What follows belongs to an exercise in optimizing a design on an open flow for small area, a short achievable clock period and few clock cycles per item; a production flow would make more cautious choices.
Function was checked by simulation only, so behaviour that the tests miss may differ from the original.

## pu24_alu
module pu24_alu (
    input  wire        clk,
    input  wire        rst,
    input  wire        in_valid,
    output wire        in_ready,
    input  wire [1:0]  in_op,
    input  wire [31:0] in_a,
    input  wire [31:0] in_b,
    output reg         out_valid,
    output reg  [31:0] out_word,
    output reg  [3:0]  out_res,
    output reg         out_div0
);
Size in the first run: about 5800 cells after synthesis, ~500 flip-flops.
Settings: LEC_CHECK=0, ABC_CLOCK_PERIOD_IN_PS=5000, CAP_MARGIN=20, CORE_MARGIN=2, CORE_UTILIZATION=45, SLEW_MARGIN=20; clock period 20.0 ns.
standard.sh (not shown) runs the stock make flow with config.mk's settings and CLKGATE_MAP_FILE= SYNTH_SCRIPT=/design/flow/synth_recipe.tcl, a recipe that flattens the netlist after the stock synthesis.
==> flow/flow/run.sh <==
#!/bin/bash
# Layout flow: the standard ORFS flow (standard.sh, with the standard
# synthesis unchanged), with repair_timing asked to leave extra setup slack
# (SETUP_SLACK_MARGIN from flow/margin.txt) so that the layout is timed for
# a shorter period than the design's clock. The SDC is not changed.
set -euo pipefail
MARGIN=$(cat flow/margin.txt)
sed "s|\"\${@:-finish}\"|SETUP_SLACK_MARGIN=$MARGIN \"\${@:-finish}\"|" standard.sh > standard_margin.sh
bash standard_margin.sh > standard.log 2>&1
==> flow/flow/margin.txt <==
14.5
Testbench counts at the start, summed over its fixed seeds: cycles 8,833, items 4,800.
Rerun with:
--- a/flow/design.v
+++ b/flow/design.v
@@ -48,14 +48,16 @@
     reg        v0;
     reg [1:0]  op0;
     reg [31:0] a0;
     reg [31:0] b0;
     reg [15:0] b_one;     
     reg [15:0] b_two;
     reg [15:0] b_neg;
+    reg [5:0]  a_rs;      
+    reg [5:0]  b_rs;      
     assign in_ready = rdy;
     wire accept = in_valid & rdy;
     wire [32:0] in_bx = {in_b, 1'b0};
     reg  [15:0] in_one, in_two, in_neg;
     integer k;
     always @* begin
         for (k = 0; k < 16; k = k + 1) begin
@@ -86,30 +88,28 @@
     reg        f_v;
     reg [71:23] f_x;
     reg        f_st;
     reg        f_div0;
     reg        d_run;
     reg [3:0]  d_cnt;
     reg        d_neg;
-    reg [31:0] d_r;       
-    reg [31:0] d_q;       
-    reg [31:0] d_b;       
+    wire [31:0] d_r = s1[31:0];       
+    wire [31:0] d_q = s1[63:32];      
+    wire [31:0] d_b = c1[31:0];       
     reg        d_early;   
     reg        d_bz;
     reg        d_sg;      
     reg        d_zr;      
     wire        d_start = v0 & (op0 == OP_DIV);
     wire [31:0] a_mag = a0[31] ? (~a0 + 32'd1) : a0;
     wire [31:0] b_mag = b0[31] ? (~b0 + 32'd1) : b0;
     wire        s_bz  = (b0 == 32'd0);
     wire        s_az  = (a0 == 32'd0);
     wire        s_ovf = ({7'd0, a_mag[31:7]} >= b_mag);
-    wire [5:0]  s_ra  = lzc32({a0[31:1] ^ a0[30:0], 1'b1});
-    wire [5:0]  s_rb  = lzc32({b0[31:1] ^ b0[30:0], 1'b1});
-    wire [6:0]  s_m   = {1'b0, s_ra} + {6'd0, ~a0[31]} + 7'd5 - {1'b0, s_rb};
+    wire [6:0]  s_m   = {1'b0, a_rs} + {6'd0, ~a0[31]} + 7'd5 - {1'b0, b_rs};
     wire        s_q0  = ~s_m[6] & (s_m[5:0] >= 6'd32);    
     wire [3:0]  s_j   = s_m[6] ? 4'd0 : s_m[4:1];
     wire [63:0] s_w   = {7'd0, a_mag, 25'd0} << {s_j, 1'b0};
     wire        s_early = s_bz | s_ovf | s_q0;
     wire [33:0] st2;
     pu24_r4step u_st1 (.r(d_r), .nb(d_q[31:30]), .b(d_b), .qr(st2));
     wire [31:0] qn  = {d_q[29:0], st2[33:32]};
@@ -169,36 +169,41 @@
         end
         op0 <= in_op;
         a0  <= in_a;
         b0  <= in_b;
         b_one <= in_one;
         b_two <= in_two;
         b_neg <= in_neg;
+        a_rs  <= lzc32({in_a[31:1] ^ in_a[30:0], 1'b1});
+        b_rs  <= lzc32({in_b[31:1] ^ in_b[30:0], 1'b1});
         op1 <= op0;
         maca1 <= (op0 == OP_MACA);
-        s1  <= ms;
-        c1  <= mc;
+        s1[71:64] <= ms[71:64];
+        c1[71:32] <= mc[71:32];
+        if (d_start) begin
+            s1[63:0]  <= {s_w[31:0], s_w[63:32]};
+            c1[31:0]  <= b_mag;
+        end else if (v0) begin
+            s1[63:0]  <= ms[63:0];
+            c1[31:0]  <= mc[31:0];
+        end else begin
+            s1[63:0]  <= {qn, st2[31:0]};
+        end
         if (v1 && op1 != OP_MUL)
             acc <= x;
         if (d_start) begin
             d_neg <= a0[31] ^ b0[31];
-            d_b   <= b_mag;
             d_bz  <= s_bz;
             d_sg  <= s_bz ? a0[31] : (s_ovf & (a0[31] ^ b0[31]));
             d_zr  <= s_bz ? s_az : s_q0;
         end
-        if (d_start) begin
+        if (d_start)
             d_cnt <= s_j;
-            d_r   <= s_w[63:32];
-            d_q   <= s_w[31:0];
-        end else begin
+        else
             d_cnt <= d_cnt + 4'd1;
-            d_r   <= st2[31:0];
-            d_q   <= qn;
-        end
         if (d_early) begin
             f_x    <= {d_sg, {16{~d_sg & ~d_zr}}, 32'd0};
             f_st   <= 1'b0;
             f_div0 <= d_bz;
         end else if (d_run) begin
             f_x    <= {{17{d_neg}}, qn[31:1] ^ {31{d_neg}}, qn[0] ^ d_neg};
             f_st   <= d_neg;
What happened: The new run completed with no timing, DRC or antenna violations; cell count drops by 3.2%; count of clock-buffer cells in the layout drops by 18; utilization drops by 1.2 points; synthesized cell count drops by 1.9%; critical path depth climbs by 7; die area drops by 4.0%.
Testbench counts after the change, summed over its fixed seeds: cycles 8,833, items 4,800.

-- afterwards: timing with drivers on the ports --
No port has a modelled driver above. Below, the same layouts with a new extraction and two added sets of constraints. Step 1 assumes that a clkbuf_16 drives the clock port and a buf_2 every other input. Step 2 also shifts input and output timing later by t, the mid clock arrival at the registers, as if the neighbouring blocks saw the same clock. Slacks: ideal / step 1 / step 2; pairs: ideal / step 1.
run	shift t [ns]	slack for setup (ns)	pins driven straight from the clock port
the first run	0.764	14.548 / 14.468 / 14.336	1
the second run	0.722	14.618 / 14.618 / 13.948	1
After both steps setup and hold are still met in every run listed. The setup slack of the second run, which loses most, moves by 0.000 ns with the drivers and by -0.670 ns with both steps.
